This design comes from an exercise in tuning for small area, a short achievable clock period and few clock cycles per item on the open sky130 flow, not from production work. Function was checked by simulation only, so behaviour that the tests miss may differ from the original. No activity file was given, so power comes from the tool's default toggle rates.

==> flow/design.v <==
module cc_group_enc (
    input  wire        clk,
    input  wire        rst,
    input  wire        in_valid,
    output wire        in_ready,
    input  wire [15:0] in_res,
    input  wire        in_last,
    output wire        out_valid,
    input  wire        out_ready,
    output reg  [31:0] out_data,
    output reg  [5:0]  out_len,
    output reg         out_last
);
    localparam integer NR = 17;    
    localparam integer NT = NR+2;  
    localparam integer GQ = 4;     
    function automatic lt8(input [7:0] a, input [7:0] b);
        reg [7:0] g, e;
        reg [3:0] gl, el;
        integer t;
        begin
            g = ~a & b;
            e = ~(a ^ b);
            for (t = 0; t < 4; t = t + 1) begin
                gl[t] = g[2*t+1] | (e[2*t+1] & g[2*t]);
                el[t] = e[2*t+1] & e[2*t];
            end
            lt8 = gl[3] | (el[3] & gl[2]) | (el[3] & el[2] & gl[1]) | (el[3] & el[2] & el[1] & gl[0]);
        end
    endfunction
    function automatic [7:0] add8s(input [7:0] a, input [4:0] b);
        reg c;
        integer t;
        begin
            c = 1'b0;
            for (t = 0; t < 8; t = t + 1) begin
                if (t < 5) begin
                    add8s[t] = a[t] ^ b[t] ^ c;
                    c = (a[t] & b[t]) | (c & (a[t] ^ b[t]));
                end else begin
                    add8s[t] = a[t] ^ c;
                    c = a[t] & c;
                end
            end
            add8s = add8s | {8{c}};
        end
    endfunction
    function automatic [4:0] addk(input [3:0] q, input [3:0] c);
        reg cy;
        integer t;
        begin
            cy = 1'b0;
            for (t = 0; t < 4; t = t + 1) begin
                addk[t] = q[t] ^ c[t] ^ cy;
                cy = (q[t] & c[t]) | (cy & (q[t] ^ c[t]));
            end
            addk[4] = cy;
        end
    endfunction
    reg        rdy_q;
    reg        iv;
    reg [15:0] ires;
    reg        ilast;
    assign in_ready = rdy_q;
    always @(posedge clk) begin
        ires  <= in_res;
        ilast <= in_last;
        iv    <= in_valid & rdy_q & ~rst;
    end
    wire [15:0] u = ires[15] ? ~{ires[14:0], 1'b0} : {ires[14:0], 1'b0};
    reg [15:0] ring [0:NR-1];
    reg [4:0]  wr;             
    reg [4:0]  rd;             
    reg [4:0]  wcnt;           
    reg [4:0]  rcnt;           
    wire [4:0] occ = wcnt - rcnt;    
    reg [7:0]  cost [0:14];
    reg [7:0]  c15;            
    reg [4:0]  gn;             
    reg        gfirst;         
    reg        fin;            
    wire [19:0] uext = {4'd0, u};
    reg  [4:0]  len_k [0:14];
    integer k;
    always @(*) begin
        for (k = 0; k < 15; k = k + 1) begin
            len_k[k] = addk(uext[k +: 4], k) | {5{(uext >> (k + 4)) != 20'd0}};
        end
    end
    always @(posedge clk) begin
        if (rst) begin
            gfirst <= 1'b1;
            fin    <= 1'b0;
        end else begin
            fin <= iv & ilast;
            if (iv) gfirst <= ilast;
        end
        for (k = 0; k < 15; k = k + 1)
            cost[k] <= add8s(gfirst ? 8'd0 : cost[k], iv ? len_k[k] : 5'd0);
        c15 <= add8s(gfirst ? 8'd0 : c15, iv ? 5'd15 : 5'd0);
        gn <= (gfirst ? 5'd0 : gn) + {4'd0, iv};
        if (iv) ring[wr] <= u;
    end
    reg [7:0] cc [0:15];
    reg [7:0] v1 [0:7];
    reg [3:0] k1 [0:7];
    reg [1:0] w2 [0:1];
    reg [7:0] c2 [0:1];
    reg [3:0] k2 [0:1];
    reg [3:0] kbest;
    reg [7:0] a0, a1, a2, a3;
    reg       l01, l02, l03, l12, l13, l23;
    integer gg;
    always @(*) begin
        for (gg = 0; gg < 15; gg = gg + 1) cc[gg] = cost[gg];
        cc[15] = c15;
        for (gg = 0; gg < 8; gg = gg + 1) begin
            if (lt8(cc[2*gg+1], cc[2*gg])) begin v1[gg] = cc[2*gg+1]; k1[gg] = 2*gg+1; end
            else                           begin v1[gg] = cc[2*gg];   k1[gg] = 2*gg;   end
        end
        for (gg = 0; gg < 2; gg = gg + 1) begin
            a0 = v1[4*gg]; a1 = v1[4*gg+1]; a2 = v1[4*gg+2]; a3 = v1[4*gg+3];
            l01 = ~lt8(a1, a0); l02 = ~lt8(a2, a0); l03 = ~lt8(a3, a0);
            l12 = ~lt8(a2, a1); l13 = ~lt8(a3, a1); l23 = ~lt8(a3, a2);
            if (l01 & l02 & l03)        w2[gg] = 2'd0;
            else if (~l01 & l12 & l13)  w2[gg] = 2'd1;
            else if (~l02 & ~l12 & l23) w2[gg] = 2'd2;
            else                        w2[gg] = 2'd3;
            c2[gg] = v1[4*gg + w2[gg]];
            k2[gg] = k1[4*gg + w2[gg]];
        end
        kbest = lt8(c2[1], c2[0]) ? k2[1] : k2[0];
    end
    reg [3:0] qk [0:3];
    reg [3:0] qn [0:3];
    reg [2:0] qh;              
    reg [2:0] qt;              
    wire [2:0] gq = qt - qh;   
    reg [1:0]  pc;             
    reg [15:0] pu;             
    reg [15:0] pb;             
    wire       pv = (pc != 2'd0);
    reg        ov;
    reg [3:0]  idx;            
    reg        first;          
    assign out_valid = ov;
    wire [3:0]  kh  = qk[qh[1:0]];
    wire [3:0]  nh  = qn[qh[1:0]];
    wire        k15 = (kh == 4'd15);
    wire [31:0] sr  = {pu, 16'd0} >> kh;            
    wire [15:0] hi  = sr[31:16];
    wire [15:0] lo  = sr[15:0];
    wire [3:0]  q   = hi[3:0];
    wire        esc = ~k15 & (|hi[15:4]);
    wire [47:0] rv  = {16'hFFFF, 1'b0, lo, 15'd0};
    wire [31:0] rc  = rv[47:0] >> q;                
    wire [4:0]  qk1 = {1'b0, q} + {1'b0, kh} + 5'd1;
    wire        honly = first & esc;
    reg  [31:0] beat;
    reg  [5:0]  blen;
    always @(*) begin
        if (honly) begin
            beat = {kh, 28'd0};
            blen = 6'd4;
        end else if (esc) begin
            beat = {16'hFFFF, pu};
            blen = 6'd32;
        end else if (k15) begin
            beat = first ? {4'hF, pu, 12'd0} : {pu, 16'd0};
            blen = first ? 6'd20 : 6'd16;
        end else begin
            beat = first ? {kh, rc[31:4]} : rc;
            blen = {1'b0, qk1} + (first ? 6'd4 : 6'd0);
        end
    end
    wire can    = pv & (gq != 3'd0);                
    wire send_a = can & ~honly;                     
    wire last_a = send_a & (idx == nh);             
    wire ld     = (occ != 5'd0) & (pc != 2'd2);
    wire [15:0] rdat = ring[rd];
    wire adv   = ~ov | out_ready;
    wire emit  = adv & can;
    wire take  = adv & send_a;
    wire glast = adv & last_a;
    always @(posedge clk) begin
        if (emit) begin
            out_data <= beat;
            out_len  <= blen;
            out_last <= last_a;
        end
        if (take | (pc == 2'd0))
            pu <= (pc == 2'd2) ? pb : rdat;
        if (~take & (pc == 2'd1))
            pb <= rdat;
    end
    wire [4:0] wr1 = (wr == NR - 1) ? 5'd0 : wr + 5'd1;
    wire [4:0] rd1 = (rd == NR - 1) ? 5'd0 : rd + 5'd1;
    wire [5:0] tot  = {1'b0, occ} + {4'd0, pc} + {5'd0, iv} + {5'd0, rdy_q};
    wire       s_nf = (tot + 6'd1 <= NT);           
    wire       s_f  = (tot <= NT);                  
    wire [3:0] gc   = {1'b0, gq} + {3'd0, fin} + {3'd0, iv & ilast};
    wire       g_a  = (gc + 4'd1 <= GQ);
    wire       g_b  = (gc + 4'd2 <= GQ);
    wire       tl   = in_valid & rdy_q & in_last;
    wire       rdy_s = send_a ? s_f : s_nf;
    wire       rdy_n = (adv ? rdy_s : s_nf) & (tl ? g_b : g_a);
    always @(posedge clk) begin
        if (rst) begin
            rdy_q <= 1'b1;
            wr    <= 5'd0;
            rd    <= 5'd0;
            wcnt  <= 5'd0;
            rcnt  <= 5'd0;
            qh    <= 3'd0;
            qt    <= 3'd0;
            pc    <= 2'd0;
            ov    <= 1'b0;
            idx   <= 4'd0;
            first <= 1'b1;
        end else begin
            rdy_q <= rdy_n;
            if (iv) begin
                wr   <= wr1;
                wcnt <= wcnt + 5'd1;
            end
            if (ld) begin
                rd   <= rd1;
                rcnt <= rcnt + 5'd1;
            end
            pc <= pc + {1'b0, ld} - {1'b0, take};
            if (fin) qt <= qt + 3'd1;
            if (glast) qh <= qh + 3'd1;
            if (adv) ov <= can;
            if (emit) first <= ~honly & last_a;
            if (take) idx <= last_a ? 4'd0 : idx + 4'd1;
        end
        if (fin) begin
            qk[qt[1:0]] <= kbest;
            qn[qt[1:0]] <= gn[3:0] - 4'd1;
        end
    end
endmodule
export LEC_CHECK = 0
export CAP_MARGIN = 20
export CORE_MARGIN = 2
export CORE_UTILIZATION = 40
export SLEW_MARGIN = 20
create_clock -name core_clock -period 32.0 [get_ports {clk}]
standard.sh (not shown) runs the stock make flow with config.mk's settings and CLKGATE_MAP_FILE= SYNTH_SCRIPT=/design/flow/synth_recipe.tcl, a recipe that flattens the netlist after the stock synthesis.
==> flow/flow/run.sh <==
#!/bin/bash
# Standard layout, with port buffers sized for speed, setup repair aimed at
# a tighter slack margin, and a clock tree without dummy balancing loads.
# Each tool's output goes to its own log.
set -e
export BUFFER_PORTS_ARGS="-buffer_cell sky130_fd_sc_hd__buf_4"
export SETUP_SLACK_MARGIN=25
export CTS_ARGS="-sink_clustering_enable -repair_clock_nets -dont_use_dummy_load -sink_clustering_size 24 -sink_clustering_max_diameter 110"
bash standard.sh synth > synth.log 2>&1
bash standard.sh floorplan place cts route finish > layout.log 2>&1
The first run finished with timing, DRC and antenna clean.
Testbench counts at the start, summed over its fixed seeds: cycles 48,146, items 3,200.
Next try:
- CORE_UTILIZATION: 40 -> 65
After rerunning: The new run finished clean; wire length is lower by 3.5%; sequential power stays flat; sequential share of layout area rose by 0.50 points; total power decreases by 0.47%; worst setup slack gets worse by 29 ps.
Next try:
--- a/flow/flow/run.sh
+++ b/flow/flow/run.sh
@@ -8 +8 @@
-export CTS_ARGS="-sink_clustering_enable -repair_clock_nets -dont_use_dummy_load -sink_clustering_size 24 -sink_clustering_max_diameter 110"
+export CTS_ARGS="-sink_clustering_enable -repair_clock_nets -dont_use_dummy_load -sink_clustering_size 16 -sink_clustering_max_diameter 90"
- CORE_UTILIZATION: 65 -> 40
Result:
- The new run passed the timing, design-rule and antenna checks
- total power rises by 3.8%
- combinational power is about the same
- sequential power barely changes
- final area rose by 2.1%
- clock skew fell by 22 ps
- setup slack gets better by 41 ps
- die area climbs by 61%
- routed wire length goes up by 4.4%
- utilization shrinks by 26 points
Next try:
--- a/flow/flow/run.sh
+++ b/flow/flow/run.sh
@@ -8 +8 @@
-export CTS_ARGS="-sink_clustering_enable -repair_clock_nets -dont_use_dummy_load -sink_clustering_size 16 -sink_clustering_max_diameter 90"
+export CTS_ARGS="-sink_clustering_enable -repair_clock_nets -dont_use_dummy_load -sink_clustering_size 30 -sink_clustering_max_diameter 130"
Total power came out lower by 4.2%.
Core utilization came out lower by 0.56 points.
Synthesized area is unchanged.
Synthesized cell count stays the same.
Wire length came out lower by 0.54%.
First-iteration DRC count came out higher by 0.67%.
Hold slack improves by 9.9 ps.
Cell area came out lower by 1.3%.
Via count came out lower by 0.50%.
Setup slack degrades by 33 ps.
Clock power came out lower by 26%.
Next try:
==> flow/flow/run.sh (replaced) <==
#!/bin/bash
# Standard layout, with port buffers sized for speed and setup repair
# aimed at a tighter slack margin. Each tool's output goes to its own log.
set -e
export BUFFER_PORTS_ARGS="-buffer_cell sky130_fd_sc_hd__buf_4"
export SETUP_SLACK_MARGIN=25
bash standard.sh synth > synth.log 2>&1
bash standard.sh floorplan place cts route finish > layout.log 2>&1
Power is higher by about a fifth.
Critical path depth stays the same.
Clock power is higher by well over a third.
Utilization went up by 2.0 points.
Clock-buffer cell count went up by 58.

re-timing with driven ports:
The results above use ideal ports. As a check the final layouts listed here were re-extracted and re-timed, cells and wires unchanged.
Step 1, drivers: a clkbuf_16 drives clk and a buf_2 each remaining input, both assumed.
Step 2 moves the port delays by t, midway between the first and last clock arrival at a register: inputs arrive t later, outputs are due t later. That takes back most of the time a late clock gives input paths.
Slacks: ideal ports / drivers / drivers and shift; pairs: ideal ports / drivers.
run	shift t [ns]	slack for setup (ns)	slew at the worst register clock pin (ns)	cell pins on the clock port's net
the first run	0.658	24.447 / 24.386 / 24.174	0.10 / 0.10	1
the second run	0.649	24.417 / 24.358 / 24.217	0.11 / 0.11	1
the third run	0.626	24.458 / 24.401 / 24.213	0.08 / 0.08	1
the fourth run	0.647	24.426 / 24.365 / 24.303	0.12 / 0.12	1
the fifth run	0.665	24.448 / 24.388 / 24.255	0.07 / 0.07	1
After both steps setup and hold are still met in every run listed. For the first run, which loses most, drivers alone change the setup slack by -0.061 ns; drivers and shift together by -0.273 ns.
